Source: an optimization exercise on an open RTL-to-GDS flow (aim: small area, a short achievable clock period and few clock cycles). Production flows keep margins and buffers that such runs may drop. The RTL was checked by simulation tests, not by an equivalence proof against the original design. Power is estimated from default activity; no workload was simulated.

--- config.mk ---
export PLATFORM = sky130hd
export DESIGN_NAME = mxquant
export DESIGN_NICKNAME = mxquant
export VERILOG_FILES = /design/flow/design.v
export SDC_FILE = /design/flow/constraint.sdc
export NUM_CORES = 4
export LEC_CHECK = 0
export CAP_MARGIN = 50
export CORE_MARGIN = 2
export CORE_UTILIZATION = 40
export CTS_CLUSTER_SIZE = 30
export SETUP_SLACK_MARGIN = 1.5
export SLEW_MARGIN = 70
--- constraint.sdc ---
create_clock -name core_clock -period 24.0 [get_ports {clk}]
set_input_delay 4.8000 -clock core_clock [delete_from_list [all_inputs] [get_ports {clk}]]
set_output_delay 4.8000 -clock core_clock [all_outputs]
set_load 0.01 [all_outputs]
--- design.v ---
module mx_lane (
    input  wire        clk,
    input  wire [31:0] x,           
    input  wire        load,        
    input  wire [1:0]  cfg_el,      
    input  wire [2:0]  cfg_round,   
    input  wire [7:0]  mfin,        
    input  wire [15:0] u,           
    output reg  [7:0]  code,        
    output reg         f_sat        
);
    reg [1:0] el2, el3;
    reg [2:0] rnd2, rnd3;
    reg [7:0] m2;
    always @(posedge clk) begin
        if (load) begin
            el2  <= cfg_el;
            rnd2 <= cfg_round;
            m2   <= mfin;
        end
        el3  <= el2;
        rnd3 <= rnd2;
    end
    wire [1:0] el1 = load ? cfg_el : el2;
    wire        s    = x[31];
    wire        inf  = x[30:23] == 8'hFF;
    wire [7:0]  fe   = inf ? 8'hFE : x[30:23];
    wire [22:0] fm   = inf ? 23'h7F_FFFF : x[22:0];
    wire [23:0] raw  = {fe != 8'd0, fm};
    wire [7:0]  ee   = (fe == 8'd0) ? 8'd1 : fe;
    reg [4:0] pr, tz;
    integer i;
    always @(*) begin
        pr = 5'd0;
        for (i = 0; i < 24; i = i + 1)
            if (raw[i]) pr = i[4:0];
        tz = 5'd0;
        for (i = 23; i >= 0; i = i - 1)
            if (raw[i]) tz = i[4:0];
    end
    reg signed [9:0] k1;
    reg        [1:0] mb1;
    always @(*) begin
        case (el1)
            2'd0:    begin k1 = 10'sd6;  mb1 = 2'd3; end
            2'd1:    begin k1 = -10'sd8; mb1 = 2'd2; end
            2'd2:    begin k1 = 10'sd20; mb1 = 2'd1; end
            default: begin k1 = 10'sd17; mb1 = 2'd0; end
        endcase
    end
    reg              p1_s, p1_inf, p1_nz;
    reg       [23:0] p1_raw;
    reg signed [9:0] p1_ke;     
    reg signed [5:0] p1_pc;     
    reg        [5:0] p1_tzq;    
    always @(posedge clk) begin
        p1_s   <= s;
        p1_inf <= inf;
        p1_nz  <= raw != 24'd0;
        p1_raw <= raw;
        p1_ke  <= k1 - $signed({2'd0, ee});
        p1_pc  <= (el1 == 2'd3) ? 6'sd0 : $signed({1'b0, pr}) - $signed({4'd0, mb1});
        p1_tzq <= {1'b0, tz} + 6'd16;
    end
    wire signed [10:0] tc   = $signed({3'd0, m2}) + $signed({p1_ke[9], p1_ke});
    wire signed [10:0] pc   = {{5{p1_pc[5]}}, p1_pc};
    wire signed [10:0] d    = pc - tc;
    wire               nrm  = pc > tc;
    wire               far  = !nrm && tc[10:6] != 5'd0;     
    wire [5:0]         rs   = nrm ? p1_pc[5:0] : tc[5:0];
    wire [39:0]        w    = far ? 40'd0 : {p1_raw, 16'd0} >> rs;
    wire               stk  = p1_nz && (far || rs > p1_tzq);
    reg        p2_s, p2_inf, p2_stk;
    reg [7:0]  p2_rq;
    reg [15:0] p2_d;
    reg [4:0]  p2_base;
    always @(posedge clk) begin
        p2_s    <= p1_s;
        p2_inf  <= p1_inf;
        p2_stk  <= stk;
        p2_rq   <= w[23:16];
        p2_d    <= w[15:0];
        p2_base <= nrm ? d[4:0] : 5'd0;
    end
    wire        half    = p2_d[15];
    wire        below   = (|p2_d[14:0]) | p2_stk;
    wire        inexact = half | below;
    wire [16:0] dsum    = {1'b0, p2_d} + {1'b0, u};
    reg up;
    always @(*) begin
        case (rnd3)
            3'd0: up = half & (below | p2_rq[0]);
            3'd1: up = half;
            3'd2: up = 1'b0;
            3'd3: up = inexact & ~p2_s;
            3'd4: up = inexact & p2_s;
            3'd5: up = dsum[16];
            default: up = 1'b0;
        endcase
    end
    wire       is_int = el3 == 2'd3;
    reg  [7:0] bs, maxbits, sgnb;
    always @(*) begin
        case (el3)
            2'd0:    begin bs = {p2_base, 3'd0};       maxbits = 8'h7E; sgnb = {p2_s, 7'd0}; end
            2'd1:    begin bs = {1'b0, p2_base, 2'd0}; maxbits = 8'h7B; sgnb = {p2_s, 7'd0}; end
            2'd2:    begin bs = {2'b0, p2_base, 1'd0}; maxbits = 8'h07; sgnb = {4'd0, p2_s, 3'd0}; end
            default: begin bs = 8'd0;                  maxbits = 8'h7F; sgnb = 8'd0; end
        endcase
    end
    wire       neg = is_int & p2_s;
    wire [8:0] sum = {1'b0, neg ? ~p2_rq : p2_rq} + {1'b0, bs} + {8'd0, up ^ neg};
    always @(*) begin
        f_sat = p2_inf;
        if (is_int) begin
            if (!p2_s && up && p2_rq[6:0] == 7'h7F) begin code = 8'h7F; f_sat = 1'b1; end
            else                                          code = sum[7:0];
        end else if (sum > {1'b0, maxbits}) begin
            code = sgnb | maxbits; f_sat = 1'b1;
        end else begin
            code = sgnb | sum[7:0];
        end
    end
endmodule
module mxquant (
    input  wire         clk,
    input  wire         rst,           
    input  wire         in_valid,
    output wire         in_ready,
    input  wire [127:0] in_x,          
    input  wire [7:0]   in_fmt,        
    input  wire [2:0]   in_round,
    input  wire         in_sat,
    input  wire         seed_load,
    input  wire [31:0]  seed,
    output reg          out_valid,
    output reg  [31:0]  out_e,         
    output reg  [7:0]   out_scale,
    output reg  [3:0]   out_sat
);
    localparam LANES = 4;
    reg [2:0] ph;           
    reg [2:0] in_cnt;       
    reg       rdy;          
    reg       emit;         
    reg       v0, f0, l0;   
    reg [4:0] conv;         
    assign in_ready = rdy;
    wire accept   = in_valid && rdy;
    wire rdy_next = !seed_load && conv <= 5'd1 && (accept || ph + 3'd1 == in_cnt);
    always @(posedge clk) begin
        if (rst) begin
            ph     <= 3'd0;
            in_cnt <= 3'd0;
            rdy    <= 1'b1;
            emit   <= 1'b0;
            v0     <= 1'b0;
            f0     <= 1'b0;
            l0     <= 1'b0;
            conv   <= 5'd0;
        end else begin
            ph    <= ph + 3'd1;
            if (accept) in_cnt <= in_cnt + 3'd1;
            rdy   <= rdy_next;
            v0    <= accept;
            f0    <= accept && in_cnt == 3'd0;
            l0    <= accept && in_cnt == 3'd7;
            if (ph == 3'd7) emit <= accept && in_cnt == 3'd7;
            if (seed_load)         conv <= 5'd26;
            else if (conv != 5'd0) conv <= conv - 5'd1;
        end
    end
    reg [127:0] r0, r1, r2, r3, r4, r5, r6, r7;
    wire        wr = ph == in_cnt;
    always @(posedge clk) begin
        r0 <= wr ? in_x : r7;
        r1 <= r0; r2 <= r1; r3 <= r2; r4 <= r3; r5 <= r4; r6 <= r5; r7 <= r6;
    end
    reg [1:0] cfg_el;
    reg [2:0] cfg_round;
    reg       cfg_sat;
    always @(posedge clk)
        if (accept) begin
            cfg_el    <= in_fmt[1:0];
            cfg_round <= in_round;
            cfg_sat   <= in_sat;
        end
    function [7:0] efld(input [31:0] v);    
        efld = (v[30:23] == 8'hFF) ? 8'hFE : v[30:23];
    endfunction
    function [7:0] max8(input [7:0] a, input [7:0] b);
        max8 = (a > b) ? a : b;
    endfunction
    reg  [3:0] emax;
    always @(*) begin
        case (cfg_el)
            2'd0:    emax = 4'd8;
            2'd1:    emax = 4'd15;
            2'd2:    emax = 4'd2;
            default: emax = 4'd0;
        endcase
    end
    reg       beat_nan, beat_inf;
    integer b;
    always @(*) begin
        beat_nan = 1'b0; beat_inf = 1'b0;
        for (b = 0; b < LANES; b = b + 1)
            if (r0[32*b+30 -: 8] == 8'hFF) begin
                if (r0[32*b +: 23] != 23'd0) beat_nan = 1'b1;
                else                         beat_inf = 1'b1;
            end
    end
    reg  [7:0] acc_max;
    reg        acc_nan, acc_inf;
    wire [7:0] mold = f0 ? {4'd0, emax} : acc_max;
    wire [7:0] cand [0:4];
    assign cand[0] = r0[30:23];
    assign cand[1] = r0[62:55];
    assign cand[2] = r0[94:87];
    assign cand[3] = r0[126:119];
    assign cand[4] = mold;
    reg  [7:0] mraw;
    reg        win;
    integer ci, cj;
    always @(*) begin
        mraw = 8'd0;
        for (ci = 0; ci < 5; ci = ci + 1) begin
            win = 1'b1;
            for (cj = 0; cj < 5; cj = cj + 1)
                if (cj < ci)      win = win & (cand[ci] >  cand[cj]);
                else if (cj > ci) win = win & (cand[ci] >= cand[cj]);
            mraw = mraw | (cand[ci] & {8{win}});
        end
    end
    wire [7:0] mfin = (mraw == 8'hFF) ? 8'hFE : mraw;
    always @(posedge clk)
        if (v0) begin
            acc_max <= mfin;
            acc_nan <= beat_nan | (acc_nan & ~f0);
            acc_inf <= beat_inf | (acc_inf & ~f0);
        end
    reg [2:0] rnd2;
    reg       nan2, nan3;
    reg [7:0] m2, xb3;
    reg [3:0] emax2;
    always @(posedge clk) begin
        if (l0) begin
            rnd2  <= cfg_round;
            nan2  <= acc_nan | beat_nan | ((acc_inf | beat_inf) & ~cfg_sat);
            m2    <= mfin;
            emax2 <= emax;
        end
        nan3 <= nan2;
        xb3  <= m2 - {4'd0, emax2};
    end
    reg v1, v2;
    always @(posedge clk) begin
        if (rst) begin
            v1 <= 1'b0; v2 <= 1'b0;
        end else begin
            v1 <= emit; v2 <= v1;
        end
    end
    function [31:0] lfsr_step(input [31:0] g);
        lfsr_step = g[0] ? ((g >> 1) ^ 32'h8020_0003) : (g >> 1);
    endfunction
    function [31:0] gen_sq(input [31:0] h);
        begin
            gen_sq[0] = ^(h & 32'h04210001);
            gen_sq[1] = ^(h & 32'h04210000);
            gen_sq[2] = ^(h & 32'h0C630002);
            gen_sq[3] = ^(h & 32'h08420000);
            gen_sq[4] = ^(h & 32'h18C60004);
            gen_sq[5] = ^(h & 32'h10840000);
            gen_sq[6] = ^(h & 32'h318C0008);
            gen_sq[7] = ^(h & 32'h21080000);
            gen_sq[8] = ^(h & 32'h63180010);
            gen_sq[9] = ^(h & 32'h42100000);
            gen_sq[10] = ^(h & 32'hC6300020);
            gen_sq[11] = ^(h & 32'h84200000);
            gen_sq[12] = ^(h & 32'h8C600040);
            gen_sq[13] = ^(h & 32'h08400000);
            gen_sq[14] = ^(h & 32'h18C00080);
            gen_sq[15] = ^(h & 32'h10800000);
            gen_sq[16] = ^(h & 32'h31800100);
            gen_sq[17] = ^(h & 32'h21000000);
            gen_sq[18] = ^(h & 32'h63000200);
            gen_sq[19] = ^(h & 32'h42000000);
            gen_sq[20] = ^(h & 32'hC6000400);
            gen_sq[21] = ^(h & 32'h84000000);
            gen_sq[22] = ^(h & 32'h88210800);
            gen_sq[23] = ^(h & 32'h08000000);
            gen_sq[24] = ^(h & 32'h10421000);
            gen_sq[25] = ^(h & 32'h10000000);
            gen_sq[26] = ^(h & 32'h20842000);
            gen_sq[27] = ^(h & 32'h20000000);
            gen_sq[28] = ^(h & 32'h41084000);
            gen_sq[29] = ^(h & 32'h40000000);
            gen_sq[30] = ^(h & 32'h82108000);
            gen_sq[31] = ^(h & 32'h80000000);
        end
    endfunction
    function [63:0] gen_u(input [31:0] h);
        begin
            gen_u[0] = ^(h & 32'h70793275);
            gen_u[1] = ^(h & 32'h912344B5);
            gen_u[2] = ^(h & 32'h3023CFDC);
            gen_u[3] = ^(h & 32'h40A060A8);
            gen_u[4] = ^(h & 32'h2ABBBA10);
            gen_u[5] = ^(h & 32'h77358938);
            gen_u[6] = ^(h & 32'h70406367);
            gen_u[7] = ^(h & 32'hEFE7FF1F);
            gen_u[8] = ^(h & 32'h31E9D066);
            gen_u[9] = ^(h & 32'h735D2675);
            gen_u[10] = ^(h & 32'h9C30BF39);
            gen_u[11] = ^(h & 32'h5B26F188);
            gen_u[12] = ^(h & 32'hB03FC37D);
            gen_u[13] = ^(h & 32'hCC16FF91);
            gen_u[14] = ^(h & 32'h32EBBFC8);
            gen_u[15] = ^(h & 32'h98E80C71);
            gen_u[16] = ^(h & 32'h93CB226F);
            gen_u[17] = ^(h & 32'h34EF357E);
            gen_u[18] = ^(h & 32'hA78FCB4B);
            gen_u[19] = ^(h & 32'hA17A3304);
            gen_u[20] = ^(h & 32'h5D54785D);
            gen_u[21] = ^(h & 32'hAEDB3289);
            gen_u[22] = ^(h & 32'h33127118);
            gen_u[23] = ^(h & 32'h89E925D1);
            gen_u[24] = ^(h & 32'hD6371781);
            gen_u[25] = ^(h & 32'h18129170);
            gen_u[26] = ^(h & 32'hA5F04E31);
            gen_u[27] = ^(h & 32'h5F03D201);
            gen_u[28] = ^(h & 32'hE7CDC245);
            gen_u[29] = ^(h & 32'hA44386D1);
            gen_u[30] = ^(h & 32'h2702A748);
            gen_u[31] = ^(h & 32'hD41EA04C);
            gen_u[32] = ^(h & 32'h4071A821);
            gen_u[33] = ^(h & 32'h89CCA749);
            gen_u[34] = ^(h & 32'h0F2238D1);
            gen_u[35] = ^(h & 32'h875808A1);
            gen_u[36] = ^(h & 32'h902A35A8);
            gen_u[37] = ^(h & 32'hF8AFB840);
            gen_u[38] = ^(h & 32'h94445531);
            gen_u[39] = ^(h & 32'hB3C22711);
            gen_u[40] = ^(h & 32'hB1E0690D);
            gen_u[41] = ^(h & 32'hD0055B6D);
            gen_u[42] = ^(h & 32'hA081F504);
            gen_u[43] = ^(h & 32'h85796D68);
            gen_u[44] = ^(h & 32'hA6D52A09);
            gen_u[45] = ^(h & 32'h66539D21);
            gen_u[46] = ^(h & 32'h245A1F61);
            gen_u[47] = ^(h & 32'hC2F31F41);
            gen_u[48] = ^(h & 32'h4460B3EE);
            gen_u[49] = ^(h & 32'h62E60D91);
            gen_u[50] = ^(h & 32'hED7CF131);
            gen_u[51] = ^(h & 32'h8AA34974);
            gen_u[52] = ^(h & 32'h1D896750);
            gen_u[53] = ^(h & 32'hEDEFBCE1);
            gen_u[54] = ^(h & 32'h48863190);
            gen_u[55] = ^(h & 32'h284C07E9);
            gen_u[56] = ^(h & 32'hB9DF1929);
            gen_u[57] = ^(h & 32'h0ED98711);
            gen_u[58] = ^(h & 32'h82DCE5A1);
            gen_u[59] = ^(h & 32'h2BA908F1);
            gen_u[60] = ^(h & 32'hDAFC7A24);
            gen_u[61] = ^(h & 32'hE6D4D315);
            gen_u[62] = ^(h & 32'hAACA6774);
            gen_u[63] = ^(h & 32'h48054F40);
        end
    endfunction
    reg [31:0] h;
    reg [63:0] ureg;
    always @(posedge clk) begin
        if (rst)
            h <= 32'h0000_0001;
        else if (seed_load)
            h <= seed;
        else if (conv != 5'd0)
            h <= gen_sq(h);
        else if (v1 && rnd2 == 3'd5)
            h <= lfsr_step(h);
        ureg <= gen_u(h);
    end
    wire [31:0] codes;
    wire [3:0]  sats;
    genvar l;
    generate
        for (l = 0; l < LANES; l = l + 1) begin : lane
            mx_lane u_lane (
                .clk       (clk),
                .x         (r7[32*l +: 32]),
                .load      (l0),
                .cfg_el    (cfg_el),
                .cfg_round (cfg_round),
                .mfin      (mfin),
                .u         (ureg[16*l +: 16]),
                .code      (codes[8*l +: 8]),
                .f_sat     (sats[l])
            );
        end
    endgenerate
    always @(posedge clk) begin
        if (rst)
            out_valid <= 1'b0;
        else
            out_valid <= v2;
        if (nan3) begin
            out_e     <= 32'd0;
            out_scale <= 8'hFF;
            out_sat   <= 4'd0;
        end else begin
            out_e     <= codes;
            out_scale <= xb3;
            out_sat   <= sats;
        end
    end
endmodule
--- flow/run.sh ---
#!/bin/bash
# The standard layout, with the port buffers made from plain buffers
# (sky130_fd_sc_hd__buf_2) instead of the delay buffers buffer_ports picks
# by default. Every input and output port still gets its own buffer.
set -e
export BUFFER_PORTS_ARGS="-buffer_cell sky130_fd_sc_hd__buf_2"
bash standard.sh > standard.log 2>&1
--- standard.sh ---
#!/bin/bash
# synth_recipe.tcl (not shown) runs the flow's synth.tcl, then flattens the netlist and writes it again
# the make line also repeats each setting of config.mk as NAME=value (left out here)
make -C /OpenROAD-flow-scripts/flow DESIGN_CONFIG=/design/flow/config.mk WORK_HOME=/design/flow/orfs CLKGATE_MAP_FILE= SYNTH_SCRIPT=/design/flow/synth_recipe.tcl "${@:-finish}"
==> results of run 1 <==
[layer usage]
layer	vias to the layer above	GRT usage, %	part of all wire [%]
li1	21822	-	-
met1	21293	29.3	47
met2	1302	32.9	44
met3	273	3.50	5.7
met4	4	7.59	3.1
met5	-	0	0.012
[layout make-up]
| type | count | area, um2 |
|---|---|---|
| flip-flops and latches | 1566 | 31800 |
| multi-input cells | 3996 | 30600 |
| well taps | 2058 | 2570 |
| clock inverters | 99 | 1290 |
| clock buffers | 197 | 4330 |
| inverters | 294 | 1130 |
| repair buffers | 339 | 2010 |
| diodes | 4 | 10.0 |
| fillers | 14363 | 81900 |
[worst max-delay path by stage]
stage | from | to | depth (start not counted)
2_1_floorplan | seed_load | h[27] | 5
3_3_place_gp | lane[2].u_lane.m2[1] | lane[3].u_lane.p2_d[6] | 21
3_5_place_dp | seed_load | h[8] | 6
4_1_cts | out_e[19] | out_e[19] | 1
5_1_grt | lane[2].u_lane.m2[0] | lane[3].u_lane.p2_stk | 28
6_report | lane[2].u_lane.m2[0] | lane[3].u_lane.p2_stk | 28
[state kept, by name, indices dropped and copies added, names as in the netlist, 32 cells and up]
signal and flops:
r6 128, r3 128, out_e 32, ureg 64
lane.u_lane.p1_ke 40, r0 128, r7 128, lane.u_lane.p1_raw 96
r4 128, lane.u_lane.p2_rq 32, r5 128, r2 128
lane.u_lane.p2_d 64, r1 128, h 32
[worst max-delay path, delay by kind of cell (launching register included)]
family | cells | cell delay, ps
compound gates | 13 | 2660
simple gates | 7 | 1240
fa+ha+maj | 4 | 1200
buf+inv | 3 | 730
flops | 1 | 530
xor+xnor | 1 | 170
[per-stage QoR]
step           total power, W  instance area, um2  hold WS (ps)  setup slack [ps]
5_1_grt                0.0122               73700           305             16870
2_1_floorplan         0.00722               62500           310             18050
6_report               0.0115               73700           304             17360
3_3_place_gp          0.00857               65700           310             16350
3_5_place_dp          0.00884               67600           312             17640
4_1_cts                0.0114               73200           298             17680
[power groups by stage]
stage	sequential, W	combinational [W]	clock (W)
after global placement	0.00395	0.00462	0
after CTS	0.00394	0.00489	0.00262
final	0.00394	0.00500	0.00256
after detailed placement	0.00399	0.00485	0
after global routing	0.00403	0.00544	0.00272
after floorplan	0.00374	0.00348	0
[cells in the mapped netlist (22+ instances only)]
cell type     n
buf_2        34
a311oi_1     26
a22oi_1      34
xnor2_1     460
o21ai_1      33
nor3_1      135
nand4_1      69
a22o_1       28
or3_1        32
mux2i_1     169
nand3_1      78
o21bai_1     31
xor2_1      157
clkbuf_1    159
a21oi_1     328
and3_1       28
inv_1       278
nor2b_1      85
a211oi_1     78
nor4_1       73
o21ai_0     246
mux2_2      118
o22ai_1      43
a31oi_1      31
nor2_1      344
a221oi_1     35
nand2_1     376
a21o_1       76
buf_1        34
or2_2       103
o211ai_1     22
o21a_1       77
dfxtp_1    1535
edfxtp_1     31
ha_1        349
and2_1       22
nand2b_1     64
[cells by family (layout without fill, tap and decap cells)]
group | after synthesis | after routing | share of synthesized area, %
XOR/XNOR | 617 | 617 | 8.65
adder cells (fa/ha/maj) | 370 | 370 | 7.66
AO/OA/AOI/OAI | 1253 | 1253 | 13.2
buffers and inverters | 525 | 929 | 3.28
multiplexers | 292 | 292 | 4.97
AND/OR/NAND/NOR | 1464 | 1464 | 11.5
other | 0 | 4 | 0
flip-flops | 1566 | 1566 | 50.7
==> results.txt, run 1 <==
| Item | Reported |
|---|---|
| Outcome | no timing/DRC/antenna violations |
| Area inside the core boundary | 0.156 mm2 |
| Static Leak | 30.8 nW |
| MaxCap Viol Count | 0 |
| First-pass iteration count of the detailed router | 6 |
| Register share of total power | 34.3% |
| Post-Syn Nets | 6,633 |
| Async set or reset register ratio after synthesis | 0% |
| Vias in the first global route | 43,568 |
| Insertion delay of the later-clocked pin in the worst-skew pair | 820 ps |
| Routed WL | 170 mm |
| Cell with the largest stage delay on the worst path | edfxtp_1 |
| Critical path required time | 24,700 ps |
| H-tree depth | 4 |
| Final count of negative-setup-slack endpoints | 0 |
| Part of the cycle the worst path needs | 27.7% |
| Hpwl dp | 128 mm |
| Via density | 5.23 |
| Grt ovf | 0 |
| Post-cts sizing count | 0 |
| Initial Util | 40.2% |
| End of the worst hold path | r6[10] |
| Top cells by area in the synthesized netlist | dfxtp_1 49%, ha_1 7.0%, xnor2_1 6.4% |
| Wire length of the first global-routing pass | 259 mm |
| Reg2reg path depth | 28 |
| Max Clock Skew | 40.0 ps |
| Synthesized instance count | 6,087 |
| Relative area change from synthesis to final layout | 17.9% |
| Portion of the post-synthesis area used by sequential elements | 50.7% |
| FF-to-FF setup slack | 17,360 ps |
| Global router's overall resource usage | 21.1% |
| Clock root cell | clkbuf_16 |
| # nets final | 6,902 |
| Final Non-Filler Cells | 8,553 |
| Share of the synthesized area in the top cell type | 49.2% |
| Seq cells post-synth | 1,566 |
| Cell accounting for the most synthesized area | dfxtp_1 |
| Switching power total | 0.00455 W |
| Final Hold Fails | 0 |
| Final slew viol count | 0 |
| Largest vdd supply drop | 0.0778 mV |
| Commonest non-fill, non-tap cell in the layout | dfxtp_1 |
| Total number of vias | 44,694 |
| Standard-cell rows | 145 |
| Maximum clock frequency | 151 MHz |
| Clock network fraction of design power | 22.2% |
| Power per Cell Area | 156 mW/mm2 |
| Antenna-violating nets left | 0 |
| Time the final worst path needs with I/O delays and setup | 6640 ps |
| Clock sinks | 1,566 |
| Number of antenna violations at the first check in global routing | 9 |
| Synthesized area | 0.0625 mm2 |
| Cell count of the worst hold path | 0 |
| Floorplan die width | 399 um |
| GP Congestion | 0.949 |
| TritonCTS clock tree | done |
| 1st-iter DRT viols | 3,292 |
| Clock transition at the register clock pins on the worst setup and hold paths after CTS | 60 ps |
| Total Die Area | 0.159 mm2 |
| Number of buffers added for setup after CTS | 0 |
| Crit start category | register |
| DP Cell Count | 8,245 |
| Path class of the lowest-slack min-delay path | register to register |
| Startpoint of the worst hold path | r5[10] |
| Setup repair after global routing missed its margin | no |
| Internal cell power | 0.00696 W |
| Pin count of the biggest net entering global routing | 72 |
| Hold buffer count at cts | 0 |
| Category of the critical setup timing path | register to register |
| Switching Share | 39.5% |
| Top-level I/O count | 222 |
| Die span in y | 399 um |
| Synth warn | 2 |
| Worst r2r dst | lane[3].u_lane.p2_stk |
| Count of flip-flops with a built-in enable after synthesis | 31 |
| Leading cell types in the layout, fill and taps excluded | 1,490 x dfxtp_1, 408 x xnor2_1, 371 x nand2_1, 348 x ha_1, 326 x nor2_1 |
| Number of buffers created by CTS | 159 |
| Number of different library cells in the post-synthesis netlist | 109 |
| Most frequently used flop master after synthesis | dfxtp_1 |
| Number of remaining DRC errors | 0 |
| Clock Path Buffers | 3 |
| CP Max Fanout | 17 |
| Layout cell share with drive strength beyond 1 | 17.9% |
| Avg WL per Cell | 19.9 um |
| Post-layout utilization of the core | 47.4% |
| Start of the worst register-to-register path | lane[2].u_lane.m2[0] |
| Number of buffer cells added on primary ports | 215 |
| Share of total power in combinational logic | 43.5% |
| Syn_area_per_cell | 10.3 um2 |
| Transition time at the pin with the least slew margin | 490 ps |
| Kind of capture point of the worst setup path | register |
| Dominant cell type by count on the critical path | o21a_1 |
| Setup TNS after final layout | 0 ps |
| Worst-case headroom to the max-slew limit | 67.1% |
| Critical Path AT | 7340 ps |
| Crit path largest cell delay | 530 ps |
Testbench counts, summed over its fixed seeds: cycles 96,088.
==> run 2: changes to the inputs <==
==> run.sh (new file) <==
#!/bin/bash
# synth_recipe.tcl (not shown) runs the flow's synth.tcl, then flattens the netlist and writes it again
# the make line also repeats each setting of config.mk as NAME=value (left out here)
make -C /OpenROAD-flow-scripts/flow DESIGN_CONFIG=/design/flow/config.mk WORK_HOME=/design/flow/orfs CLKGATE_MAP_FILE= SYNTH_SCRIPT=/design/flow/synth_recipe.tcl finish
--- a/config.mk
+++ b/config.mk
@@ -9,5 +9,4 @@
 export CORE_MARGIN = 2
 export CORE_UTILIZATION = 40
-export CTS_CLUSTER_SIZE = 30
 export SETUP_SLACK_MARGIN = 1.5
 export SLEW_MARGIN = 70
removed: flow/run.sh
removed: standard.sh
==> results.txt, run 2 <==
| Item | Reported | Change |
|---|---|---|
| Worst-case headroom to the max-slew limit | 68.6% | +1.5 points |
| Area inside the core boundary | 0.156 mm2 | unchanged |
| Cell accounting for the most synthesized area | dfxtp_1 |  |
| Power per Cell Area | 155 mW/mm2 | -0.65% |
| Basic-gate share of the synthesized area counting and, or, nand and nor cells | 11.5% | unchanged |
| Number of remaining DRC errors | 0 | unchanged |
| Routed WL | 171 mm | +0.62% |
| Post-cts sizing count | 0 | unchanged |
| Clock Path Buffers | 3 | unchanged |
| Synthesized instance count | 6,087 | unchanged |
| Path class of the lowest-slack min-delay path | register to register |  |
| Top cells by area in the synthesized netlist | dfxtp_1 49%, ha_1 7.0%, xnor2_1 6.4% |  |
| Kind of capture point of the worst setup path | output port |  |
| Insertion delay of the later-clocked pin in the worst-skew pair | 820 ps | about the same |
| Portion of the post-synthesis area used by sequential elements | 50.7% | unchanged |
| Total Die Area | 0.159 mm2 | unchanged |
| Maximum clock frequency | 148 MHz | -1.3% |
| 1st-iter DRT viols | 3,600 | +9.4% |
| Die span in y | 399 um | unchanged |
| Largest vdd supply drop | 0.0863 mV | +11% |
| Vias in the first global route | 43,097 | -1.1% |
| Initial Util | 40.2% | unchanged |
| Grt ovf | 0 | unchanged |
| Outcome | no timing/DRC/antenna violations |  |
| Pin count of the biggest net entering global routing | 72 | unchanged |
| Final slew viol count | 0 | unchanged |
| Count of flip-flops with a built-in enable after synthesis | 31 | unchanged |
| Async set or reset register ratio after synthesis | 0% | unchanged |
| Hpwl dp | 129 mm | +0.41% |
| Syn_area_per_cell | 10.3 um2 | unchanged |
| Hold buffer count at cts | 0 | unchanged |
| Crit path largest cell delay | 630 ps | +100 ps |
| Synth Area in Compound Gates | 13.2% | unchanged |
| Combinational family with the most area after synthesis | compound AO/OA/AOI/OAI gates |  |
| Leading cell types in the layout, fill and taps excluded | 1,497 x dfxtp_1, 406 x xnor2_1, 370 x nand2_1, 348 x ha_1, 327 x nor2_1 |  |
| Number of buffer cells added on primary ports | 215 | unchanged |
| Cell with the largest stage delay on the worst path | clkdlybuf4s50_1 |  |
| First-pass iteration count of the detailed router | 6 | unchanged |
| Number of different library cells in the post-synthesis netlist | 109 | unchanged |
| Clock transition at the register clock pins on the worst setup and hold paths after CTS | 60 ps | about the same |
| Avg WL per Cell | 20.0 um | +0.59% |
| Time the final worst path needs with I/O delays and setup | 6730 ps | +90.6 ps |
| Layout cell share with drive strength beyond 1 | 14.6% | -3.2 points |
| Most frequently used flop master after synthesis | dfxtp_1 |  |
| Category of the critical setup timing path | register to output port |  |
| Global router's overall resource usage | 21.1% | about the same |
| Share of the synthesized area in the top cell type | 49.2% | unchanged |
| Buffers & Inverters on Critical Path | 1 | -2 |
| Number of buffers created by CTS | 157 | -1.3% |
| Floorplan die width | 399 um | unchanged |
| Seq cells post-synth | 1,566 | unchanged |
| Synth warn | 2 | unchanged |
| Number of antenna violations at the first check in global routing | 6 | -3 |
| Antenna-violating nets left | 0 | unchanged |
| TritonCTS clock tree | done |  |
| Most frequent cell after synthesis | dfxtp_1 |  |
| Number of buffers added for setup after CTS | 0 | unchanged |
| # nets final | 6,911 | +0.13% |
| CP Max Fanout | 1 | -16 |
| Fraction of synthesized cell area in xor and xnor cells | 8.65% | unchanged |
| Final Hold Fails | 0 | unchanged |
| Part of the cycle the worst path needs | 28.1% | +0.38 points |
| Ranking of synthesized cells by instance count | 1,535 x dfxtp_1, 460 x xnor2_1, 376 x nand2_1 |  |
| Crit path cell chain | clkdlybuf4s50_1 |  |
| Max Clock Skew | 40.8 ps | +0.766 ps |
| Final count of negative-setup-slack endpoints | 0 | unchanged |
| Adder-cell area share of the yosys netlist | 7.66% | unchanged |
| Post-layout utilization of the core | 48.1% | +0.78 points |
| Static Leak | 30.9 nW | +0.23% |
| GP Congestion | 0.955 | +0.67% |
| Wire length of the first global-routing pass | 259 mm | about the same |
| Transition time at the pin with the least slew margin | 468 ps | -22.1 ps |
| Critical Path AT | 1930 ps | -5410 ps |
| Commonest non-fill, non-tap cell in the layout | dfxtp_1 |  |
| Synthesized area | 0.0625 mm2 | unchanged |
| Top-level I/O count | 222 | unchanged |
| Post-Syn Nets | 6,633 | unchanged |
| Setup repair after global routing missed its margin | no |  |
| Largest delay share family, worst path | buffers and inverters |  |
| Clock root cell | clkbuf_16 |  |
| Relative area change from synthesis to final layout | 19.9% |  |
| MaxCap Viol Count | 0 | unchanged |
| Crit start category | register |  |
| Fraction of synthesized area in multiplexers | 4.97% | unchanged |
| Standard-cell rows | 145 | unchanged |
| Via density | 5.22 | about the same |
| Clock sinks | 1,566 | unchanged |
| Critical path required time | 19,200 ps | -5500 ps |
| H-tree depth | 4 | unchanged |
| Total number of vias | 44,697 | +0.0067% |
| Setup TNS after final layout | 0 ps | unchanged |
## run 2: cell counts after synthesis
No cell type changed its count.
## run 2: cell type report
| cell class | count | area, um2 |
|---|---|---|
| Clock buffer | 203 | 4440 |
| Clock inverter | 87 | 1280 |
| Tap cell | 2058 | 2570 |
| Timing Repair Buffer | 350 | 3200 |
| Inverter | 294 | 1130 |
| Fill cell | 14259 | 80700 |
| Multi-Input combinational cell | 3996 | 30600 |
| Sequential cell | 1566 | 31700 |
| Antenna cell | 2 | 5.00 |
## run 2: cells by family (layout without fill, tap and decap cells)
group / count (synthesis) / count (layout)
flip-flops: 1566 / 1566
AND/OR/NAND/NOR: 1464 / 1464
AO/OA/AOI/OAI: 1253 / 1253
other: 0 / 2
buffers and inverters: 525 / 934
XOR/XNOR: 617 / 617
adder cells (fa/ha/maj): 370 / 370
multiplexers: 292 / 292
## run 2: final timing paths
| path | from | to | slack, ps | cells past startpoint |
|---|---|---|---|---|
| worst max register to register | lane[2].u_lane.m2[0] | lane[3].u_lane.p2_d[0] | 17680 | 24 |
| worst min register to register | r4[103] | r5[103] | 310 | 0 |
| worst min-delay path | r4[103] | r5[103] | 310 | 0 |
| worst max-delay path | out_e[19] | out_e[19] | 17270 | 1 |
## run 2: metal layers
layer  track usage, %  wire length, um
met3             3.46             9420
met5                0                0
met4             6.46             4220
met1             29.4            80800
met2             33.3            76500
## run 2: report_power, final
group	internal, W	switching, W	leakage [nW]	total (W)
Clock	0.00154	0.00106	2.77	0.00260
Sequential	0.00346	0.000480	13.2	0.00394
Combinational	0.00207	0.00300	14.9	0.00507
Total	0.00707	0.00455	30.9	0.0116
## run 2: through the flow
| stage | hold slack, ps | std cells | power (W) | worst slack, ps | area [um2] |
|---|---|---|---|---|---|
| 5_1_grt | 318 | 8554 | 0.0123 | 17190 | 74900 |
| 2_1_floorplan | 310 | 6087 | 0.00722 | 18050 | 62500 |
| 3_3_place_gp | 310 | 8189 | 0.00862 | 16160 | 66700 |
| 4_1_cts | 308 | 8545 | 0.0116 | 17210 | 74500 |
| 6_report | 312 | 8556 | 0.0116 | 17270 | 74900 |
| 3_5_place_dp | 312 | 8255 | 0.00891 | 17590 | 68700 |
==> run 3: changes to the inputs <==
--- a/design.v
+++ b/design.v
@@ -49,4 +49,5 @@
         endcase
     end
+    wire signed [5:0] pc1 = (el1 == 2'd3) ? 6'sd0 : $signed({1'b0, pr}) - $signed({4'd0, mb1});
     reg              p1_s, p1_inf, p1_nz;
     reg       [23:0] p1_raw;
@@ -54,4 +55,5 @@
     reg signed [5:0] p1_pc;     
     reg        [5:0] p1_tzq;    
+    reg              p1_pcgt;   
     always @(posedge clk) begin
         p1_s   <= s;
@@ -60,6 +62,7 @@
         p1_raw <= raw;
         p1_ke  <= k1 - $signed({2'd0, ee});
-        p1_pc  <= (el1 == 2'd3) ? 6'sd0 : $signed({1'b0, pr}) - $signed({4'd0, mb1});
+        p1_pc  <= pc1;
         p1_tzq <= {1'b0, tz} + 6'd16;
+        p1_pcgt <= pc1 > $signed({1'b0, {1'b0, tz} + 6'd16});
     end
     wire signed [10:0] tc   = $signed({3'd0, m2}) + $signed({p1_ke[9], p1_ke});
@@ -70,5 +73,5 @@
     wire [5:0]         rs   = nrm ? p1_pc[5:0] : tc[5:0];
     wire [39:0]        w    = far ? 40'd0 : {p1_raw, 16'd0} >> rs;
-    wire               stk  = p1_nz && (far || rs > p1_tzq);
+    wire               stk  = p1_nz && (far || (nrm ? p1_pcgt : tc[5:0] > p1_tzq));
     reg        p2_s, p2_inf, p2_stk;
     reg [7:0]  p2_rq;
@@ -100,15 +103,24 @@
     end
     wire       is_int = el3 == 2'd3;
-    reg  [7:0] bs, maxbits, sgnb;
+    reg  [7:0] bs, sgnb;
     always @(*) begin
         case (el3)
-            2'd0:    begin bs = {p2_base, 3'd0};       maxbits = 8'h7E; sgnb = {p2_s, 7'd0}; end
-            2'd1:    begin bs = {1'b0, p2_base, 2'd0}; maxbits = 8'h7B; sgnb = {p2_s, 7'd0}; end
-            2'd2:    begin bs = {2'b0, p2_base, 1'd0}; maxbits = 8'h07; sgnb = {4'd0, p2_s, 3'd0}; end
-            default: begin bs = 8'd0;                  maxbits = 8'h7F; sgnb = 8'd0; end
+            2'd0:    begin bs = {p2_base, 3'd0};       sgnb = {p2_s, 7'd0}; end
+            2'd1:    begin bs = {1'b0, p2_base, 2'd0}; sgnb = {p2_s, 7'd0}; end
+            2'd2:    begin bs = {2'b0, p2_base, 1'd0}; sgnb = {4'd0, p2_s, 3'd0}; end
+            default: begin bs = 8'd0;                  sgnb = 8'd0; end
         endcase
     end
     wire       neg = is_int & p2_s;
     wire [8:0] sum = {1'b0, neg ? ~p2_rq : p2_rq} + {1'b0, bs} + {8'd0, up ^ neg};
+    reg ovf;
+    always @(*) begin
+        case (el3)
+            2'd0:    ovf = sum > 9'h07E;
+            2'd1:    ovf = sum > 9'h07B;
+            default: ovf = sum > 9'h007;
+        endcase
+    end
+    wire [7:0] maxbits = (el3 == 2'd0) ? 8'h7E : (el3 == 2'd1) ? 8'h7B : 8'h07;
     always @(*) begin
         f_sat = p2_inf;
@@ -116,5 +128,5 @@
             if (!p2_s && up && p2_rq[6:0] == 7'h7F) begin code = 8'h7F; f_sat = 1'b1; end
             else                                          code = sum[7:0];
-        end else if (sum > {1'b0, maxbits}) begin
+        end else if (ovf) begin
             code = sgnb | maxbits; f_sat = 1'b1;
         end else begin
==> flow/run.sh (new file) <==
#!/bin/bash
# The standard layout, with the port buffers made from plain buffers
# (sky130_fd_sc_hd__buf_2) instead of the delay buffers buffer_ports picks
# by default. Every input and output port still gets its own buffer.
set -e
export BUFFER_PORTS_ARGS="-buffer_cell sky130_fd_sc_hd__buf_2"
bash standard.sh > standard.log 2>&1
==> standard.sh (new file) <==
#!/bin/bash
# synth_recipe.tcl (not shown) runs the flow's synth.tcl, then flattens the netlist and writes it again
# the make line also repeats each setting of config.mk as NAME=value (left out here)
make -C /OpenROAD-flow-scripts/flow DESIGN_CONFIG=/design/flow/config.mk WORK_HOME=/design/flow/orfs CLKGATE_MAP_FILE= SYNTH_SCRIPT=/design/flow/synth_recipe.tcl "${@:-finish}"
--- a/config.mk
+++ b/config.mk
@@ -9,4 +9,6 @@
 export CORE_MARGIN = 2
 export CORE_UTILIZATION = 40
+export CTS_CLUSTER_DIAMETER = 120
+export CTS_CLUSTER_SIZE = 25
 export SETUP_SLACK_MARGIN = 1.5
 export SLEW_MARGIN = 70
removed: run.sh
==> results.txt, run 3 <==
| Item | Reported | Change |
|---|---|---|
| Outcome | no timing/DRC/antenna violations |  |
| Cell with the largest stage delay on the worst path | edfxtp_1 |  |
| Top-level I/O count | 222 | unchanged |
| Avg WL per Cell | 19.8 um | -0.97% |
| Share of the synthesized area in the top cell type | 49.8% | +0.64 points |
| CP Max Fanout | 15 | +14 |
| Critical Path AT | 7120 ps | +5190 ps |
| Initial Util | 40.2% | +0.054 points |
| Setup TNS after final layout | 0 ps | unchanged |
| Hpwl dp | 126 mm | -2.1% |
| Async set or reset register ratio after synthesis | 0% | unchanged |
| H-tree depth | 3 | -1 |
| Crit path cell chain | buf_2 > buf_2 > fa_1 > a21o_1 > a21oi_1 > o21bai_1 > a21oi_1 > o21bai_1 > a21oi_1 > xor2_1 > ha_1 > a21o_1 > a2111o_1 > o21ai_4 > buf_4 > mux2_2 > buf_6 > mux2i_1 > mux4_2 > mux4_2 > nor2_1 |  |
| Vias in the first global route | 40,980 | -4.9% |
| Place WS | 17,440 ps | -152 ps |
| Commonest non-fill, non-tap cell in the layout | dfxtp_1 |  |
| Seq cells post-synth | 1,570 | +0.26% |
| Layout cell share with drive strength beyond 1 | 15.3% | +0.67 points |
| Synthesized instance count | 5,908 | -2.9% |
| Most frequent cell after synthesis | dfxtp_1 |  |
| Antenna-violating nets left | 0 | unchanged |
| Path class of the lowest-slack min-delay path | register to register |  |
| TritonCTS clock tree | done |  |
| Transition time at the pin with the least slew margin | 479 ps | +11.4 ps |
| Crit start category | register |  |
| Power per Cell Area | 144 mW/mm2 | -7.0% |
| Clock Path Buffers | 3 | unchanged |
| Wire length of the first global-routing pass | 246 mm | -4.8% |
| Total number of vias | 42,307 | -5.3% |
| Area inside the core boundary | 0.154 mm2 | -1.2% |
| Crit path largest cell delay | 520 ps | -110 ps |
| Setup repair after global routing missed its margin | no |  |
| Worst r2r dst | lane[0].u_lane.p2_d[9] |  |
| Clock sinks | 1,570 | +0.26% |
| End of the worst hold path | r2[88] |  |
| Total Die Area | 0.158 mm2 | -1.0% |
| Floorplan die width | 397 um | -0.51% |
| Pin count of the biggest net entering global routing | 71 | -1.4% |
| Number of buffers added for setup after CTS | 0 | unchanged |
| Basic-gate share of the synthesized area counting and, or, nand and nor cells | 10.5% | -1.1 points |
| Number of antenna violations at the first check in global routing | 3 | -3 |
| Most frequently used flop master after synthesis | dfxtp_1 |  |
| Post-Syn Nets | 6,455 | -2.7% |
| Portion of the post-synthesis area used by sequential elements | 51.3% | +0.65 points |
| Number of buffer cells added on primary ports | 215 | unchanged |
| Hold buffer count at cts | 0 | unchanged |
| Number of different library cells in the post-synthesis netlist | 102 | -6.4% |
| Clock transition at the register clock pins on the worst setup and hold paths after CTS | 90 ps | +30 ps |
| 1st-iter DRT viols | 2,996 | -17% |
| First-pass iteration count of the detailed router | 7 | +1 |
| Synth Area in Compound Gates | 11.6% | -1.7 points |
| Critical path required time | 24,620 ps | +5420 ps |
| Count of flip-flops with a built-in enable after synthesis | 31 | unchanged |
| Synth warn | 2 | unchanged |
| Synthesized area | 0.0619 mm2 | -1.0% |
| Start of the worst register-to-register path | lane[2].u_lane.m2[1] |  |
| Cell accounting for the most synthesized area | dfxtp_1 |  |
| Kind of capture point of the worst setup path | register |  |
| GP Congestion | 0.929 | -2.7% |
| Number of buffers created by CTS | 75 | -52% |
| Post-cts sizing count | 0 | unchanged |
| Standard-cell rows | 144 | -0.69% |
| Startpoint of the worst hold path | r1[88] |  |
| Final count of negative-setup-slack endpoints | 0 | unchanged |
| Max Clock Skew | 51.1 ps | +10.3 ps |
| Cell count of the worst hold path | 0 | unchanged |
| Part of the cycle the worst path needs | 27.1% | -0.98 points |
| Final Hold Fails | 0 | unchanged |
| Reg2reg path depth | 21 | -13% |
| FF-to-FF setup slack | 17,500 ps | -180 ps |
| Adder-cell area share of the yosys netlist | 7.76% | +0.099 points |
| Top cells by area in the synthesized netlist | dfxtp_1 50%, ha_1 7.1%, xnor2_1 6.6% |  |
| Crit. Startpoint | lane[2].u_lane.m2[1] |  |
| MaxCap Viol Count | 0 | unchanged |
| Relative area change from synthesis to final layout | 12.0% |  |
| Insertion delay of the later-clocked pin in the worst-skew pair | 720 ps | -100 ps |
| Dominant cell type by count on the critical path | a21oi_1 |  |
| Via density | 5.17 | -1.1% |
| Routed WL | 162 mm | -5.2% |
| Static Leak | 29.1 nW | -5.8% |
| Final slew viol count | 0 | unchanged |
| Fraction of synthesized area in multiplexers | 7.10% | +2.1 points |
| Die span in y | 397 um | -0.51% |
| Clock root cell | clkbuf_16 |  |
| Time the final worst path needs with I/O delays and setup | 6500 ps | -235 ps |
| Worst-case headroom to the max-slew limit | 67.8% | -0.80 points |
| Maximum clock frequency | 154 MHz | +3.6% |
| Leading cell types in the layout, fill and taps excluded | 1,500 x dfxtp_1, 410 x xnor2_1, 350 x ha_1, 332 x nand2_1, 323 x a21oi_1 |  |
| Largest vdd supply drop | 0.0728 mV | -16% |
| Category of the critical setup timing path | register to register |  |
| Final non-filler cell area | 0.0693 mm2 | -7.5% |
| Placed standard-cell area | 0.0668 mm2 | -2.8% |
| Grt ovf | 0 | unchanged |
| # nets final | 6,671 | -3.5% |
| Number of remaining DRC errors | 0 | unchanged |
| Fraction of synthesized cell area in xor and xnor cells | 8.65% | about the same |
| Ranking of synthesized cells by instance count | 1,539 x dfxtp_1, 465 x xnor2_1, 350 x ha_1 |  |
| Final worst-path setup slack | 17,500 ps | +235 ps |
| Syn_area_per_cell | 10.5 um2 | +2.0% |
| Combinational family with the most area after synthesis | compound AO/OA/AOI/OAI gates |  |
| Global router's overall resource usage | 20.2% | -0.92 points |
run 3: metal layers:
layer	share of wire, %	track usage [%]	routed length, um
met1	48	28.5	77700
met2	45	32.1	72400
met3	4.5	2.57	7350
met4	2.8	5.85	4590
met5	0	0	0
run 3: cell type report:
class	instances	area [um2]
inverter	305	1150
fill	14424	84600
clock buffer	85	1970
tap	2044	2560
timing repair buffer	338	2000
multi-input combinational	3834	29500
clock inverter	13	268
antenna	2	5.00
sequential	1570	31800
run 3: logic make-up after synthesis:
family	count (synthesis)
fa+ha+maj	371
simple gates	1318
flops	1570
mux	406
compound gates	1129
xor+xnor	610
buf+inv	504
run 3: worst max path at each step:
stage / to / slack [ps] / cells after the start
after floorplan: h[17] / 18110 / 5
after global placement: rdy / 17340 / 5
after detailed placement: lane[0].u_lane.p2_d[9] / 17440 / 21
after CTS: lane[0].u_lane.p2_d[9] / 17420 / 21
after global routing: lane[0].u_lane.p2_d[9] / 17200 / 21
final: lane[0].u_lane.p2_d[9] / 17500 / 21
run 3: power by group:
part           switching (W)  internal [W]  total [W]
Sequential          0.000454       0.00346    0.00392
Combinational        0.00272       0.00193    0.00464
Clock               0.000823      0.000614    0.00144
Total                0.00399       0.00600     0.0100
run 3: stage by stage:
stage / hold WS, ps / utilization (%) / std cells / total power [W]
6_report: 313 / 45.0 / 8191 / 0.0100
4_1_cts: 308 / 44.9 / 8182 / 0.00999
3_5_place_dp: 312 / 43.4 / 8084 / 0.00852
5_1_grt: 314 / 45.0 / 8189 / 0.0106
2_1_floorplan: 310 / - / 5908 / 0.00702
3_3_place_gp: 310 / 42.4 / 8027 / 0.00831
run 3: critical path, delay by kind of cell (launching register included):
family                     cells  cell delay, ps
AOI/OAI and AO/OA              9            2140
muxes                          4            1620
buffers and inverters          4             940
adders and majority gates      2             730
DFF                            1             520
and+or+nand+nor                1             240
xor gates and xnor gates       1             210
Testbench counts of run 3, summed over its fixed seeds: cycles 96,088.
==> run 4: changes to the inputs <==
--- a/config.mk
+++ b/config.mk
@@ -9,6 +9,4 @@
 export CORE_MARGIN = 2
 export CORE_UTILIZATION = 40
-export CTS_CLUSTER_DIAMETER = 120
-export CTS_CLUSTER_SIZE = 25
 export SETUP_SLACK_MARGIN = 1.5
 export SLEW_MARGIN = 70
==> results.txt, run 4 <==
| Item | Reported | Change |
|---|---|---|
| Layout cell share with drive strength beyond 1 | 17.6% | +2.2 points |
| Antenna-violating nets left | 0 | unchanged |
| Routed WL | 165 mm | +1.5% |
| Relative area change from synthesis to final layout | 17.3% |  |
| Maximum clock frequency | 155 MHz | +0.65% |
| Insertion delay of the later-clocked pin in the worst-skew pair | 790 ps | +70 ps |
| Crit start category | register |  |
| Clock sinks | 1,570 | unchanged |
| Critical Path AT | 7150 ps | +30 ps |
| Hold buffer count at cts | 0 | unchanged |
| Avg WL per Cell | 19.6 um | -0.81% |
| Worst-case headroom to the max-slew limit | 67.0% | -0.84 points |
| Final Hold Fails | 0 | unchanged |
| # nets final | 6,752 | +1.2% |
| Cell accounting for the most synthesized area | dfxtp_1 |  |
| Syn_area_per_cell | 10.5 um2 | unchanged |
| Crit path cell chain | buf_2 > buf_2 > fa_1 > a21o_1 > a21oi_1 > o21bai_1 > a21oi_1 > o21bai_1 > a21oi_1 > xor2_1 > ha_1 > a21o_1 > a2111o_1 > o21ai_4 > buf_4 > mux2_2 > buf_6 > mux2i_1 > mux4_2 > mux4_2 > nor2_1 |  |
| Synth warn | 2 | unchanged |
| Largest vdd supply drop | 0.0816 mV | +12% |
| Portion of the post-synthesis area used by sequential elements | 51.3% | unchanged |
| Floorplan die width | 397 um | unchanged |
| Cell with the largest stage delay on the worst path | mux4_2 |  |
| Clock root cell | clkbuf_16 |  |
| Time the final worst path needs with I/O delays and setup | 6460 ps | -41.9 ps |
| Crit path largest cell delay | 520 ps | about the same |
| Dominant cell type by count on the critical path | a21oi_1 |  |
| Most frequently used flop master after synthesis | dfxtp_1 |  |
| Post-layout utilization of the core | 47.2% | +2.1 points |
| CP Max Fanout | 15 | unchanged |
| Post-Syn Nets | 6,455 | unchanged |
| Transition time at the pin with the least slew margin | 492 ps | +12.5 ps |
| Async set or reset register ratio after synthesis | 0% | unchanged |
| Leading cell types in the layout, fill and taps excluded | 1,500 x dfxtp_1, 410 x xnor2_1, 350 x ha_1, 333 x nand2_1, 322 x a21oi_1 |  |
| Setup TNS after final layout | 0 ps | unchanged |
| Static Leak | 30.7 nW | +5.5% |
| Share of the synthesized area in the top cell type | 49.8% | unchanged |
| Buffers & Inverters on Critical Path | 4 | unchanged |
| Commonest non-fill, non-tap cell in the layout | dfxtp_1 |  |
| Area inside the core boundary | 0.154 mm2 | unchanged |
| Post-cts sizing count | 0 | unchanged |
| Wire length of the first global-routing pass | 250 mm | +1.4% |
| Category of the critical setup timing path | register to register |  |
| Seq cells post-synth | 1,570 | unchanged |
| Top cells by area in the synthesized netlist | dfxtp_1 50%, ha_1 7.1%, xnor2_1 6.6% |  |
| Grt ovf | 0 | unchanged |
| Total power consumption of the routed design | 0.0111 W | +11% |
| Number of buffers added for setup after CTS | 0 | unchanged |
| Most frequent cell after synthesis | dfxtp_1 |  |
| Die span in y | 397 um | unchanged |
| 1st-iter DRT viols | 2,930 | -2.2% |
| Number of buffers created by CTS | 156 | +110% |
| Number of buffer cells added on primary ports | 215 | unchanged |
| Path class of the lowest-slack min-delay path | register to register |  |
| Final count of negative-setup-slack endpoints | 0 | unchanged |
| Synthesized area | 0.0619 mm2 | unchanged |
| Final slew viol count | 0 | unchanged |
| Clock Path Buffers | 3 | unchanged |
| GP Congestion | 0.929 | unchanged |
| Count of flip-flops with a built-in enable after synthesis | 31 | unchanged |
| Number of different library cells in the post-synthesis netlist | 102 | unchanged |
| Standard-cell rows | 144 | unchanged |
| TritonCTS clock tree | done |  |
| Power per Cell Area | 153 mW/mm2 | +5.8% |
| Ranking of synthesized cells by instance count | 1,539 x dfxtp_1, 465 x xnor2_1, 350 x ha_1 |  |
| Place WS | 17,440 ps | unchanged |
| Total Die Area | 0.158 mm2 | unchanged |
| Pin count of the biggest net entering global routing | 71 | unchanged |
| Clock transition at the register clock pins on the worst setup and hold paths after CTS | 60 ps | -30 ps |
| H-tree depth | 4 | +1 |
| First-pass iteration count of the detailed router | 9 | +2 |
| Max Clock Skew | 48.6 ps | -2.48 ps |
| Vias in the first global route | 42,044 | +2.6% |
| Number of antenna violations at the first check in global routing | 4 | +1 |
| Hpwl dp | 126 mm | unchanged |
| Critical path required time | 24,700 ps | +80 ps |
| Number of remaining DRC errors | 0 | unchanged |
| Top-level I/O count | 222 | unchanged |
| Global router's overall resource usage | 20.5% | +0.34 points |
| Setup repair after global routing missed its margin | no |  |
| Synthesized instance count | 5,908 | unchanged |
| Kind of capture point of the worst setup path | register |  |
| MaxCap Viol Count | 0 | unchanged |
| Total number of vias | 42,988 | +1.6% |
| Outcome | no timing/DRC/antenna violations |  |
| Largest delay share family, worst path | compound AO/OA/AOI/OAI gates |  |
| Final worst-path setup slack | 17,540 ps | +41.9 ps |
| Part of the cycle the worst path needs | 26.9% | -0.17 points |
| Via density | 5.13 | -0.71% |
| Initial Util | 40.2% | unchanged |
==> run 4: report_power, final <==
part           internal, W  total, W  switching, W
sequential         0.00347   0.00392      0.000455
clock              0.00145   0.00250       0.00105
combinational      0.00193   0.00465       0.00272
==> run 4: area by class of cell <==
| cell class | count | area (um2) |
|---|---|---|
| fill | 14141 | 81300 |
| sequential | 1570 | 31800 |
| multi-input combinational | 3834 | 29500 |
| clock buffer | 208 | 4400 |
| tap | 2044 | 2560 |
| timing repair buffer | 338 | 2010 |
| inverter | 305 | 1150 |
| clock inverter | 80 | 1050 |
| antenna | 3 | 7.51 |
==> run 4: per-layer routing <==
layer	part of all wire (%)	vias to the layer above	GRT usage, %
met2	45	1072	32.4
met5	0	-	0
li1	-	21110	-
met3	4.7	275	3.25
met4	3.1	0	6.97
met1	48	20531	28.4
==> run 4: path summary, 6_finish.rpt <==
path	depth (start not counted)	from	endpoint	slack, ps
worst min-delay path	0	r6[30]	r7[30]	300
worst max-delay path	21	lane[2].u_lane.m2[1]	lane[0].u_lane.p2_d[9]	17540
worst max register to register	21	lane[2].u_lane.m2[1]	lane[0].u_lane.p2_d[9]	17540
worst min register to register	0	r6[30]	r7[30]	300
==> run 4: kinds of logic after synthesis <==
group / share of synthesized area (%)
AOI/OAI and AO/OA: 11.6
xor gates and xnor gates: 8.65
adders and majority gates: 7.76
buffers and inverters: 3.17
DFF: 51.3
muxes: 7.10
and+or+nand+nor: 10.5
==> run 4: stage by stage <==
step / instance area (um2) / std cells / hold WS [ps]
floorplan: 61900 / 5908 / 310
global placement: 65200 / 8027 / 310
detailed placement: 66800 / 8084 / 312
CTS: 72200 / 8372 / 294
global route: 72500 / 8379 / 307
finish: 72500 / 8382 / 302
==> run 5: changes to the inputs <==
--- a/design.v
+++ b/design.v
@@ -1,77 +1,53 @@
 module mx_lane (
-    input  wire        clk,
-    input  wire [31:0] x,           
-    input  wire        load,        
-    input  wire [1:0]  cfg_el,      
-    input  wire [2:0]  cfg_round,   
-    input  wire [7:0]  mfin,        
-    input  wire [15:0] u,           
-    output reg  [7:0]  code,        
-    output reg         f_sat        
+    input  wire               clk,
+    input  wire [31:0]        x,       
+    input  wire [1:0]         el2,     
+    input  wire signed [10:0] mk2,     
+    input  wire signed [10:0] tn2,
+    input  wire signed [10:0] ts2,
+    input  wire [1:0]         el3,     
+    input  wire [2:0]         rnd3,    
+    input  wire [15:0]        u,       
+    output reg  [7:0]         code,    
+    output reg                f_sat    
 );
-    reg [1:0] el2, el3;
-    reg [2:0] rnd2, rnd3;
-    reg [7:0] m2;
-    always @(posedge clk) begin
-        if (load) begin
-            el2  <= cfg_el;
-            rnd2 <= cfg_round;
-            m2   <= mfin;
-        end
-        el3  <= el2;
-        rnd3 <= rnd2;
-    end
-    wire [1:0] el1 = load ? cfg_el : el2;
-    wire        s    = x[31];
-    wire        inf  = x[30:23] == 8'hFF;
-    wire [7:0]  fe   = inf ? 8'hFE : x[30:23];
-    wire [22:0] fm   = inf ? 23'h7F_FFFF : x[22:0];
-    wire [23:0] raw  = {fe != 8'd0, fm};
-    wire [7:0]  ee   = (fe == 8'd0) ? 8'd1 : fe;
-    reg [4:0] pr, tz;
+    reg [31:0] p1_x;
+    always @(posedge clk) p1_x <= x;
+    wire        s    = p1_x[31];
+    wire        inf  = p1_x[30:23] == 8'hFF;
+    wire        sub  = p1_x[30:23] == 8'h00;
+    wire [22:0] fm   = inf ? 23'h7F_FFFF : p1_x[22:0];
+    wire [23:0] raw  = {!sub, fm};
+    wire [7:0]  ee   = sub ? 8'd1 : inf ? 8'hFE : p1_x[30:23];
+    reg [4:0] lz, tz;    
     integer i;
     always @(*) begin
-        pr = 5'd0;
-        for (i = 0; i < 24; i = i + 1)
-            if (raw[i]) pr = i[4:0];
+        lz = 5'd0;
+        for (i = 0; i < 23; i = i + 1)
+            if (p1_x[i]) lz = i[4:0];
         tz = 5'd0;
         for (i = 23; i >= 0; i = i - 1)
             if (raw[i]) tz = i[4:0];
     end
-    reg signed [9:0] k1;
-    reg        [1:0] mb1;
+    reg [1:0] mb2;
     always @(*) begin
-        case (el1)
-            2'd0:    begin k1 = 10'sd6;  mb1 = 2'd3; end
-            2'd1:    begin k1 = -10'sd8; mb1 = 2'd2; end
-            2'd2:    begin k1 = 10'sd20; mb1 = 2'd1; end
-            default: begin k1 = 10'sd17; mb1 = 2'd0; end
+        case (el2)
+            2'd0:    mb2 = 2'd3;
+            2'd1:    mb2 = 2'd2;
+            2'd2:    mb2 = 2'd1;
+            default: mb2 = 2'd0;
         endcase
     end
-    wire signed [5:0] pc1 = (el1 == 2'd3) ? 6'sd0 : $signed({1'b0, pr}) - $signed({4'd0, mb1});
-    reg              p1_s, p1_inf, p1_nz;
-    reg       [23:0] p1_raw;
-    reg signed [9:0] p1_ke;     
-    reg signed [5:0] p1_pc;     
-    reg        [5:0] p1_tzq;    
-    reg              p1_pcgt;   
-    always @(posedge clk) begin
-        p1_s   <= s;
-        p1_inf <= inf;
-        p1_nz  <= raw != 24'd0;
-        p1_raw <= raw;
-        p1_ke  <= k1 - $signed({2'd0, ee});
-        p1_pc  <= pc1;
-        p1_tzq <= {1'b0, tz} + 6'd16;
-        p1_pcgt <= pc1 > $signed({1'b0, {1'b0, tz} + 6'd16});
-    end
-    wire signed [10:0] tc   = $signed({3'd0, m2}) + $signed({p1_ke[9], p1_ke});
-    wire signed [10:0] pc   = {{5{p1_pc[5]}}, p1_pc};
-    wire signed [10:0] d    = pc - tc;
-    wire               nrm  = pc > tc;
+    wire signed [10:0] tc   = mk2 - $signed({3'd0, ee});
+    wire        [4:0]  pr   = sub ? lz : 5'd23;
+    wire signed [10:0] pc   = $signed({6'd0, pr}) - $signed({9'd0, mb2});
+    wire               nrm  = el2 != 2'd3 && (sub ? $signed({6'd0, lz}) > ts2 : $signed({3'd0, ee}) > tn2);
     wire               far  = !nrm && tc[10:6] != 5'd0;     
-    wire [5:0]         rs   = nrm ? p1_pc[5:0] : tc[5:0];
-    wire [39:0]        w    = far ? 40'd0 : {p1_raw, 16'd0} >> rs;
-    wire               stk  = p1_nz && (far || (nrm ? p1_pcgt : tc[5:0] > p1_tzq));
+    wire [5:0]         rs   = nrm ? pc[5:0] : tc[5:0];
+    wire [39:0]        w    = far ? 40'd0 : {raw, 16'd0} >> rs;
+    wire [5:0]         tzq  = {1'b0, tz} + 6'd16;
+    wire               nz   = !sub || p1_x[22:0] != 23'd0;
+    wire               stk  = nz && (far || (nrm ? pc[5:0] > tzq : tc[5:0] > tzq));
+    wire signed [10:0] d    = pc - tc;
     reg        p2_s, p2_inf, p2_stk;
     reg [7:0]  p2_rq;
@@ -79,6 +55,6 @@
     reg [4:0]  p2_base;
     always @(posedge clk) begin
-        p2_s    <= p1_s;
-        p2_inf  <= p1_inf;
+        p2_s    <= s;
+        p2_inf  <= inf;
         p2_stk  <= stk;
         p2_rq   <= w[23:16];
@@ -252,15 +228,32 @@
             acc_inf <= beat_inf | (acc_inf & ~f0);
         end
-    reg [2:0] rnd2;
-    reg       nan2, nan3;
-    reg [7:0] m2, xb3;
-    reg [3:0] emax2;
+    reg signed [6:0] kk, kn, ks;
+    always @(*) begin
+        case (cfg_el)
+            2'd0:    begin kk = 7'sd6;  kn = -7'sd14; ks = 7'sd8;  end
+            2'd1:    begin kk = -7'sd8; kn = -7'sd29; ks = -7'sd7; end
+            2'd2:    begin kk = 7'sd20; kn = -7'sd2;  ks = 7'sd20; end
+            default: begin kk = 7'sd17; kn = -7'sd6;  ks = 7'sd16; end
+        endcase
+    end
+    reg [1:0]         el2, el3;
+    reg [2:0]         rnd2, rnd3;
+    reg               nan2, nan3;
+    reg [7:0]         m2, xb3;
+    reg [3:0]         emax2;
+    reg signed [10:0] mk2, tn2, ts2;
     always @(posedge clk) begin
         if (l0) begin
+            el2   <= cfg_el;
             rnd2  <= cfg_round;
             nan2  <= acc_nan | beat_nan | ((acc_inf | beat_inf) & ~cfg_sat);
             m2    <= mfin;
             emax2 <= emax;
+            mk2   <= $signed({3'd0, mfin}) + kk;
+            tn2   <= $signed({3'd0, mfin}) + kn;
+            ts2   <= $signed({3'd0, mfin}) + ks;
         end
+        el3  <= el2;
+        rnd3 <= rnd2;
         nan3 <= nan2;
         xb3  <= m2 - {4'd0, emax2};
@@ -400,13 +393,15 @@
         for (l = 0; l < LANES; l = l + 1) begin : lane
             mx_lane u_lane (
-                .clk       (clk),
-                .x         (r7[32*l +: 32]),
-                .load      (l0),
-                .cfg_el    (cfg_el),
-                .cfg_round (cfg_round),
-                .mfin      (mfin),
-                .u         (ureg[16*l +: 16]),
-                .code      (codes[8*l +: 8]),
-                .f_sat     (sats[l])
+                .clk   (clk),
+                .x     (r7[32*l +: 32]),
+                .el2   (el2),
+                .mk2   (mk2),
+                .tn2   (tn2),
+                .ts2   (ts2),
+                .el3   (el3),
+                .rnd3  (rnd3),
+                .u     (ureg[16*l +: 16]),
+                .code  (codes[8*l +: 8]),
+                .f_sat (sats[l])
             );
         end
==> results.txt, run 5 <==
| Item | Reported | Change |
|---|---|---|
| # nets final | 6,949 | +2.9% |
| H-tree depth | 4 | unchanged |
| Most frequent cell after synthesis | dfxtp_1 |  |
| Placed standard-cell area | 0.0691 mm2 | +3.5% |
| Largest delay share family, worst path | flip-flops |  |
| Outcome | no timing/DRC/antenna violations |  |
| Start of the worst register-to-register path | cfg_el[0] |  |
| Synthesized instance count | 6,185 | +4.7% |
| Clock root cell | clkbuf_16 |  |
| Kind of capture point of the worst setup path | output port |  |
| Time the final worst path needs with I/O delays and setup | 6130 ps | -327 ps |
| Final worst-path setup slack | 17,870 ps | +327 ps |
| Clock network fraction of design power | 24.1% | +1.6 points |
| 1st-iter DRT viols | 4,254 | +45% |
| Final slew viol count | 0 | unchanged |
| Ranking of synthesized cells by instance count | 1,453 x dfxtp_1, 447 x xnor2_1, 388 x nand2_1 |  |
| Avg WL per Cell | 22.0 um | +12% |
| Cell with the largest stage delay on the worst path | dfxtp_1 |  |
| Crit path cell chain | buf_2 |  |
| Setup TNS after final layout | 0 ps | unchanged |
| Critical path required time | 19,200 ps | -5500 ps |
| Via density | 5.54 | +8.1% |
| Worst hold slack after final layout | 300 ps | -2.35 ps |
| Standard-cell rows | 145 | +0.69% |
| Share of the synthesized area in the top cell type | 46.0% | -3.8 points |
| FF-to-FF setup slack | 18,050 ps | +510 ps |
| Power per Cell Area | 137 mW/mm2 | -10% |
| Routed WL | 189 mm | +15% |
| Hold buffer count at cts | 0 | unchanged |
| Leading cell types in the layout, fill and taps excluded | 1,397 x dfxtp_1, 387 x xnor2_1, 377 x nand2_1, 355 x ha_1, 322 x nor2_1 |  |
| TritonCTS clock tree | done |  |
| Setup repair after global routing missed its margin | no |  |
| Synth warn | 2 | unchanged |
| Number of antenna violations at the first check in global routing | 7 | +3 |
| Transition time at the pin with the least slew margin | 497 ps | +5.38 ps |
| Worst-case headroom to the max-slew limit | 66.9% | -0.12 points |
| Wire length of the first global-routing pass | 285 mm | +14% |
| Number of buffer cells added on primary ports | 215 | unchanged |
| Path class of the lowest-slack min-delay path | register to register |  |
| Die span in y | 401 um | +1.0% |
| Insertion delay of the later-clocked pin in the worst-skew pair | 810 ps | +20 ps |
| Register share of total power | 38.1% | +2.7 points |
| Max Clock Skew | 41.3 ps | -7.38 ps |
| Top-level I/O count | 222 | unchanged |
| Portion of the post-synthesis area used by sequential elements | 49.0% | -2.3 points |
| Crit path largest cell delay | 380 ps | -140 ps |
| Number of different library cells in the post-synthesis netlist | 124 | +22% |
| Top cells by area in the synthesized netlist | dfxtp_1 46%, ha_1 7.1%, xnor2_1 6.2% |  |
| Largest vdd supply drop | 0.0803 mV | -1.6% |
## run 5: cell count changes after synthesis, sizes merged, moves of 35 or more
cell / change
dfxtp: -86
mux2i: -150
a2111oi: +36
a21oi: -47
a211oi: +39
or2: -78
nand2: +50
nor3: +35
nand3: +49
clkbuf: +110
inv: -38
o21ai: -57
## run 5: cells by family after synthesis
kind of cell | after synthesis | share of synthesized area, %
mux | 266 | 4.68
flops | 1515 | 49.0
compound gates | 1370 | 15.2
xor+xnor | 584 | 8.13
simple gates | 1479 | 11.6
fa+ha+maj | 375 | 7.64
buf+inv | 596 | 3.75
## run 5: through the flow
stage	util, %	power, W
after floorplan	-	0.00629
after global placement	42.3	0.00742
after detailed placement	44.1	0.00772
after CTS	47.6	0.0102
after global routing	48.0	0.0109
final	48.0	0.0103
## run 5: layout make-up
type | instances | area [um2] | share of cell area, %
Clock buffer | 199 | 4260 | 5.67
Tap cell | 2058 | 2570 | 3.42
Sequential cell | 1515 | 31000 | 41.3
Multi-Input combinational cell | 4074 | 32700 | 43.5
Timing Repair Buffer | 386 | 2400 | 3.20
Inverter | 272 | 1030 | 1.37
Clock inverter | 78 | 1140 | 1.52
Antenna cell | 3 | 7.51 | 0.00998
## run 5: power groups by stage
stage                     sequential [W]  clock [W]  combinational (W)
after global placement           0.00392          0            0.00351
final                            0.00392    0.00247            0.00389
after floorplan                  0.00364          0            0.00264
after detailed placement         0.00396          0            0.00376
after CTS                        0.00392    0.00254            0.00379
after global routing             0.00400    0.00264            0.00421
## run 5: worst reg2reg max path: cells and delay by family (launching register included)
family,cells,cell delay [ps]
and+or+nand+nor,6,1330
muxes,1,340
xor gates and xnor gates,1,130
buffers and inverters,2,400
adders and majority gates,3,810
AOI/OAI and AO/OA,13,2220
DFF,1,470
## run 5: worst max-delay path by stage
stage,startpoint,endpoint,cells after the start
global placement,in_valid,rdy,5
detailed placement,seed_load,h[23],7
finish,out_sat[0],out_sat[0],1
global route,cfg_el[0],mk2[9],24
floorplan,seed_load,h[10],5
CTS,out_sat[0],out_sat[0],1
## run 5: metal layers
layer / global-route usage (%) / part of all wire, % / vias to the layer above
met3: 3.57 / 6.6 / 364
li1: - / - / 22515
met2: 35.7 / 44 / 1783
met5: 0 / 0.0069 / -
met1: 32.0 / 46 / 22937
met4: 8.08 / 3.4 / 2
Testbench counts of run 5, summed over its fixed seeds: cycles 96,088.

==> what the ideal ports hide <==
The flow's constraints put no driver on any port. The routed layouts listed below were extracted and timed again, unchanged, in two steps.
Step 1: set_driving_cell puts a clkbuf_16 on clk and a buf_2 on each other input, an assumption about the parent block.
Step 2 times the ports against the registers' clock, not the clock port: input delays grow and output delays shrink by t, the midpoint of the rising clock arrivals with the driver on.
Three values: ideal ports, drivers, drivers and shift; two values: the first two.
| run | t, ns | slack for setup (ns) |
|---|---|---|
| run 1 | 0.891 | 17.356 / 17.356 / 17.356 |
| run 2 | 0.883 | 17.266 / 17.183 / 17.515 |
| run 3 | 0.776 | 17.501 / 17.501 / 17.501 |
| run 4 | 0.850 | 17.543 / 17.543 / 17.510 |
| run 5 | 0.863 | 17.870 / 17.790 / 17.680 |
After both steps setup and hold are still met in every run listed.
